This is an optimization exercise on Yosys and OpenROAD, whose aim is small area, a short achievable clock period and few clock cycles per item, not a production implementation. Where RTL was checked, it was by simulation tests only, not by an equivalence proof against the original. Power and IR drop assume default switching activity.

the reference run:
==> flow/design.v <==
module fpcvt (
    input  wire        clk,
    input  wire        rst,
    input  wire        in_valid,
    output wire        in_ready,
    input  wire [31:0] x,
    input  wire [3:0]  fmt,
    input  wire        ovf_ieee,
    input  wire        tern,
    output reg         out_valid,
    output reg  [31:0] y,
    output reg         flag_ovf,
    output reg         flag_nan
);
    assign in_ready = 1'b1;
    reg        v1;
    reg [31:0] x1;
    reg [3:0]  fmt1;
    reg        opt1;
    always @(posedge clk) begin
        if (rst) v1 <= 1'b0;
        else     v1 <= in_valid;
        x1   <= x;
        fmt1 <= fmt;
        opt1 <= fmt[3] ? tern : ovf_ieee;
    end
    wire        s    = x1[31];
    wire [7:0]  ex   = x1[30:23];
    wire [22:0] mx   = x1[22:0];
    wire        exz  = ~|ex;
    wire        exo  = &ex;
    wire        mxz  = ~|mx;
    wire f_fp32 = fmt1 == 4'h0;
    wire f_bf16 = fmt1 == 4'h1;
    wire f_fp16 = fmt1 == 4'h2;
    wire f_e4m3 = fmt1 == 4'h3;
    wire f_e5m2 = fmt1 == 4'h4;
    wire f_e3m2 = fmt1 == 4'h5;
    wire f_e2m3 = fmt1 == 4'h6;
    wire f_e2m1 = fmt1 == 4'h7;
    wire f_i32  = fmt1 == 4'h8;
    wire f_i16  = fmt1 == 4'h9;
    wire f_i8   = fmt1 == 4'hA;
    wire f_u8   = fmt1 == 4'hB;
    wire f_i4   = fmt1 == 4'hC;
    wire f_i2   = fmt1 == 4'hD;
    wire f_bin  = fmt1 == 4'hE;
    wire isint1 = fmt1[3];
    wire [5:0] c1 = f_fp16 ? 6'd6 : f_e4m3 ? 6'd21 : f_e5m2 ? 6'd14 : f_e3m2 ? 6'd26 :
                    f_e2m3 ? 6'd27 : f_e2m1 ? 6'd29 : 6'd30;
    wire [5:0] c2 = f_fp32 ? 6'd8   : f_bf16 ? 6'd24  : f_fp16 ? 6'd21  : (f_e4m3 | f_e2m3) ? 6'd28 :
                    (f_e5m2 | f_e3m2) ? 6'd29 : 6'd30;
    wire       fnorm = f_fp32 | f_bf16 |
                       ((f_fp16 | f_e5m2) & (ex >= 8'd113)) | (f_e4m3 & (ex >= 8'd121)) |
                       (f_e3m2 & (ex >= 8'd125)) | ((f_e2m3 | f_e2m1) & (ex >= 8'd127));
    wire       tsat  = (f_fp16 & (ex <= 8'd70)) | (f_e4m3 & (ex <= 8'd85)) | (f_e5m2 & (ex <= 8'd78)) |
                       (f_e3m2 & (ex <= 8'd90)) | (f_e2m3 & (ex <= 8'd91)) | (f_e2m1 & (ex <= 8'd93)) |
                       (isint1 & (ex <= 8'd94));
    wire [5:0] diff  = c1 - ex[5:0];
    wire [5:0] t     = fnorm ? c2 : (diff | {6{tsat}});
    wire [7:0] ehi =
          ({8{f_fp32 | f_bf16}} & ex)
        | ({8{fnorm & (f_fp16 | f_e5m2)}} & {3'd0, ~ex[4], ex[3:0]})
        | ({8{fnorm & f_e4m3}} & {4'd0, ~ex[3], ex[2:0]})
        | ({8{fnorm & f_e3m2}} & {5'd0, ~ex[2], ex[1:0]})
        | ({8{fnorm & (f_e2m3 | f_e2m1)}} & {6'd0, ~ex[1], ex[0]})
        | {7'd0, ~fnorm};
    wire [38:0] w     = {ehi, mx, 8'd0};
    wire [39:0] shv   = {w, 1'b0} >> t;
    reg  [22:0] smask;
    integer k;
    always @(*)
        for (k = 0; k < 23; k = k + 1)
            smask[k] = (t > k + 9);
    wire neg1 = isint1 & s;
    wire [7:0] kb = f_fp32 ? 8'd255 : f_bf16 ? 8'd254 : (f_fp16 | f_e5m2) ? 8'd142 :
                    f_e4m3 ? 8'd135 : f_e3m2 ? 8'd131 : (f_e2m3 | f_e2m1) ? 8'd129 :
                    f_i32 ? 8'd158 : f_i16 ? 8'd142 : f_i8 ? 8'd134 :
                    f_u8 ? (s ? 8'd126 : 8'd135) : f_i4 ? 8'd130 :
                    ((s & opt1) ? 8'd127 : 8'd128);
    wire kge  = ex >= kb;
    wire keq  = ex == kb;
    wire kgt  = kge & ~keq;
    wire mpat = (f_bf16 & (&mx[22:16])) | (f_fp16 & (&mx[22:13])) |
                ((f_e5m2 | f_e3m2) & (&mx[22:21])) | (f_e4m3 & (mx[22:20] == 3'b110)) |
                (f_e2m3 & (&mx[22:20])) | (f_e2m1 & mx[22]);
    wire bpos = ~s & ~(exo & ~mxz) & ~(exz & mxz);
    wire oa1  = f_bin ? bpos :
                isint1 ? (s ? kgt : kge) :
                ((kgt & ~exo) | (f_e4m3 & keq & (&mx[22:20])));
    wire oc1  = isint1 ? (~s | keq) : (keq & mpat);
    reg        v2;
    reg [31:0] ain;
    reg        guard, stk;
    reg        s2, nan2, inf2, oa2, oc2, opt2;
    reg [3:0]  fmt2;
    always @(posedge clk) begin
        if (rst) v2 <= 1'b0;
        else     v2 <= v1;
        ain   <= shv[32:1] ^ {32{neg1}};
        guard <= shv[0];
        stk   <= |(mx & smask);
        s2    <= s;
        nan2  <= exo & ~mxz;
        inf2  <= exo & mxz;
        oa2   <= oa1;
        oc2   <= oc1;
        opt2  <= opt1;
        fmt2  <= fmt1;
    end
    wire g_fp32 = fmt2 == 4'h0;
    wire g_bf16 = fmt2 == 4'h1;
    wire g_fp16 = fmt2 == 4'h2;
    wire g_e4m3 = fmt2 == 4'h3;
    wire g_e5m2 = fmt2 == 4'h4;
    wire g_e3m2 = fmt2 == 4'h5;
    wire g_e2m3 = fmt2 == 4'h6;
    wire g_e2m1 = fmt2 == 4'h7;
    wire g_i32  = fmt2 == 4'h8;
    wire g_i16  = fmt2 == 4'h9;
    wire g_i8   = fmt2 == 4'hA;
    wire g_u8   = fmt2 == 4'hB;
    wire g_i4   = fmt2 == 4'hC;
    wire g_i2   = fmt2 == 4'hD;
    wire g_bin  = fmt2 == 4'hE;
    wire isint  = fmt2[3];
    wire neg    = isint & s2;
    wire        up    = guard & (stk | (ain[0] ^ neg));
    wire        cin   = up ^ neg;
    wire [31:0] r     = ain + {31'd0, cin};
    wire lb = (g_i32 & (&ain[30:0])) | (g_i16 & (&ain[14:0])) | (g_i8 & (&ain[6:0])) |
              (g_u8 & (s2 | (&ain[7:0]))) | (g_i4 & (&ain[2:0])) |
              (g_i2 & ((s2 & opt2) | ain[0])) | ~isint;
    wire ovf  = oa2 | (neg ? (oc2 & (~lb | up)) : (oc2 & up & lb));
    wire [31:0] wmask = g_fp32 | g_i32 ? 32'hFFFFFFFF :
                        (g_bf16 | g_fp16 | g_i16) ? 32'h0000FFFF :
                        (g_e4m3 | g_e5m2 | g_i8 | g_u8) ? 32'h000000FF :
                        (g_e3m2 | g_e2m3) ? 32'h0000003F :
                        (g_e2m1 | g_i4) ? 32'h0000000F :
                        g_i2 ? 32'h00000003 : 32'h00000001;
    wire [31:0] wtop  = wmask ^ {1'b0, wmask[31:1]};    
    wire fhasinf = g_fp32 | g_bf16 | g_fp16 | g_e5m2;
    wire fhasnan = fhasinf | g_e4m3;
    wire selr = ~nan2 & ~inf2 & ~ovf & ~g_bin;
    wire [31:0] fnan = g_fp32 ? 32'h7FC00000 : g_bf16 ? 32'h7FC0 : g_fp16 ? 32'h7E00 :
                       g_e5m2 ? 32'h7E : g_e4m3 ? 32'h7F : 32'd0;
    wire [31:0] finf = g_fp32 ? 32'h7F800000 : (g_bf16 ? 32'h7F80 : 32'd0) | (g_fp16 ? 32'h7C00 : 32'd0) |
                       (g_e5m2 ? 32'h7C : 32'd0);
    wire [31:0] fmax = g_fp32 ? 32'h7F7FFFFF : g_bf16 ? 32'h7F7F : g_fp16 ? 32'h7BFF :
                       g_e5m2 ? 32'h7B : g_e4m3 ? 32'h7E : (g_e3m2 | g_e2m3) ? 32'h1F : 32'h7;
    wire useinf = fhasinf & (inf2 | opt2);
    wire [31:0] fcon = nan2 ? fnan : ((useinf ? finf : fmax) | (wtop & {32{s2}}));
    wire [31:0] icon = nan2 ? 32'd0 :
                       s2 ? (g_u8 ? 32'd0 : (g_i2 & opt2) ? 32'h3 : wtop) :
                            (g_u8 ? 32'hFF : {1'b0, wmask[31:1]});
    wire [31:0] ccon = g_bin ? {31'd0, oa2} : isint ? icon : fcon;
    wire [31:0] res   = selr ? ((r & wmask) | (wtop & {32{s2 & ~isint}})) : ccon;
    wire        r_nan = nan2 & ~(fhasnan & ~isint);
    wire        r_ovf = ~nan2 & ~g_bin & ((inf2 & ~isint) ? ~fhasinf : ovf);
    always @(posedge clk) begin
        if (rst) out_valid <= 1'b0;
        else     out_valid <= v2;
        y        <= res;
        flag_ovf <= r_ovf;
        flag_nan <= r_nan;
    end
endmodule
clock: 17.0 ns
lec_check: 0
cap_margin: 20
core_margin: 2
core_utilization: 40
cts_buf_list: sky130_fd_sc_hd__clkbuf_8
slew_margin: 20
standard.sh (not shown) runs the stock make flow with config.mk's settings and CLKGATE_MAP_FILE= SYNTH_SCRIPT=/design/flow/synth_recipe.tcl, a recipe that flattens the netlist after the stock synthesis.
==> flow/flow/run.sh <==
#!/bin/bash
set -euo pipefail
export BUFFER_PORTS_ARGS="-buffer_cell sky130_fd_sc_hd__buf_2"
export SETUP_SLACK_MARGIN=12.6
bash standard.sh > standard.log 2>&1
### the reference run -> the trial run
--- a/flow/design.v
+++ b/flow/design.v
@@ -72,24 +72,29 @@
     always @(*)
         for (k = 0; k < 23; k = k + 1)
             smask[k] = (t > k + 9);
     wire neg1 = isint1 & s;
-    wire [7:0] kb = f_fp32 ? 8'd255 : f_bf16 ? 8'd254 : (f_fp16 | f_e5m2) ? 8'd142 :
-                    f_e4m3 ? 8'd135 : f_e3m2 ? 8'd131 : (f_e2m3 | f_e2m1) ? 8'd129 :
-                    f_i32 ? 8'd158 : f_i16 ? 8'd142 : f_i8 ? 8'd134 :
-                    f_u8 ? (s ? 8'd126 : 8'd135) : f_i4 ? 8'd130 :
-                    ((s & opt1) ? 8'd127 : 8'd128);
-    wire kge  = ex >= kb;
-    wire keq  = ex == kb;
-    wire kgt  = kge & ~keq;
-    wire mpat = (f_bf16 & (&mx[22:16])) | (f_fp16 & (&mx[22:13])) |
-                ((f_e5m2 | f_e3m2) & (&mx[22:21])) | (f_e4m3 & (mx[22:20] == 3'b110)) |
-                (f_e2m3 & (&mx[22:20])) | (f_e2m1 & mx[22]);
-    wire bpos = ~s & ~(exo & ~mxz) & ~(exz & mxz);
-    wire oa1  = f_bin ? bpos :
-                isint1 ? (s ? kgt : kge) :
-                ((kgt & ~exo) | (f_e4m3 & keq & (&mx[22:20])));
-    wire oc1  = isint1 ? (~s | keq) : (keq & mpat);
+    wire ipos_a = (f_i32 & (ex >= 8'd158)) | (f_i16 & (ex >= 8'd142)) | (f_i8 & (ex >= 8'd134)) |
+                  (f_u8 & (ex >= 8'd135)) | (f_i4 & (ex >= 8'd130)) | (f_i2 & (ex >= 8'd128));
+    wire ineg_a = (f_i32 & (ex >= 8'd159)) | (f_i16 & (ex >= 8'd143)) | (f_i8 & (ex >= 8'd135)) |
+                  (f_u8 & (ex >= 8'd127)) | (f_i4 & (ex >= 8'd131)) |
+                  (f_i2 & (opt1 ? (ex >= 8'd128) : (ex >= 8'd129)));
+    wire ineg_c = (f_i32 & (ex == 8'd158)) | (f_i16 & (ex == 8'd142)) | (f_i8 & (ex == 8'd134)) |
+                  f_u8 | (f_i4 & (ex == 8'd130)) |
+                  (f_i2 & (opt1 ? (ex == 8'd127) : (ex == 8'd128)));
+    wire fbig   = ((f_fp16 | f_e5m2) & (ex > 8'd142)) | (f_e4m3 & (ex > 8'd135)) |
+                  (f_e3m2 & (ex > 8'd131)) | ((f_e2m3 | f_e2m1) & (ex > 8'd129));
+    wire f_oa   = (fbig & ~exo) | (f_e4m3 & (ex == 8'd135) & (&mx[22:20]));
+    wire f_oc   = (f_bf16 & (ex == 8'd254) & (&mx[22:16])) |
+                  (f_fp16 & (ex == 8'd142) & (&mx[22:13])) |
+                  (f_e5m2 & (ex == 8'd142) & (&mx[22:21])) |
+                  (f_e4m3 & (ex == 8'd135) & (mx[22:20] == 3'b110)) |
+                  (f_e3m2 & (ex == 8'd131) & (&mx[22:21])) |
+                  (f_e2m3 & (ex == 8'd129) & (&mx[22:20])) |
+                  (f_e2m1 & (ex == 8'd129) & mx[22]);
+    wire bpos   = ~s & ~(exo & ~mxz) & ~(exz & mxz);
+    wire oa1    = f_bin ? bpos : isint1 ? (s ? ineg_a : ipos_a) : f_oa;
+    wire oc1    = isint1 ? (s ? ineg_c : 1'b1) : f_oc;
     reg        v2;
     reg [31:0] ain;
     reg        guard, stk;
     reg        s2, nan2, inf2, oa2, oc2, opt2;
Results
On the trial run: worst hold slack after final layout is 0.0076 ns lower than what the reference run gave.
Per the comparison of the trial run with the reference run, number of global-route vias before repair decreased by 7.9% relative to the old numbers, total power density per cell area shows a reduction of 1.9 nW/um^2, worst setup slack shows a reduction of 0.0042 ns, post-route standard cell area excluding fillers shows a reduction of about 6%, post-route clock period utilization barely changed.
Testbench counts of the trial run, summed over its fixed seeds: cycles 24,024, items 24,000.
Function not checked in the reference run: the RTL went through the layout flow alone.

[what the ideal ports hide]
How much do the figures lean on ideal ports? The routed layouts below were timed once more, with nothing changed but the port constraints.
Step 1 sets driving cells, clkbuf_16 on the clock port and buf_2 on the other inputs (assumed; they add their load-dependent delay and slew).
Step 2, shift: input delay + t, output delay - t, t = (earliest + latest rising clock arrival at the registers) / 2. This alone moves slack from input paths to output paths.
Three values: ideal ports, drivers, drivers and shift; two values: the first two.
| run | t (ns) | setup WS [ns] | worst hold slack (ns) | slew at the worst register clock pin (ns) |
|---|---|---|---|---|
| the reference run | 0.495 | 12.702 / 12.661 / 12.726 | 0.442 / 0.442 / 0.442 | 0.10 / 0.10 |
| the trial run | 0.499 | 12.697 / 12.657 / 12.816 | 0.435 / 0.435 / 0.435 | 0.09 / 0.09 |
After both steps every run listed still meets setup and hold.
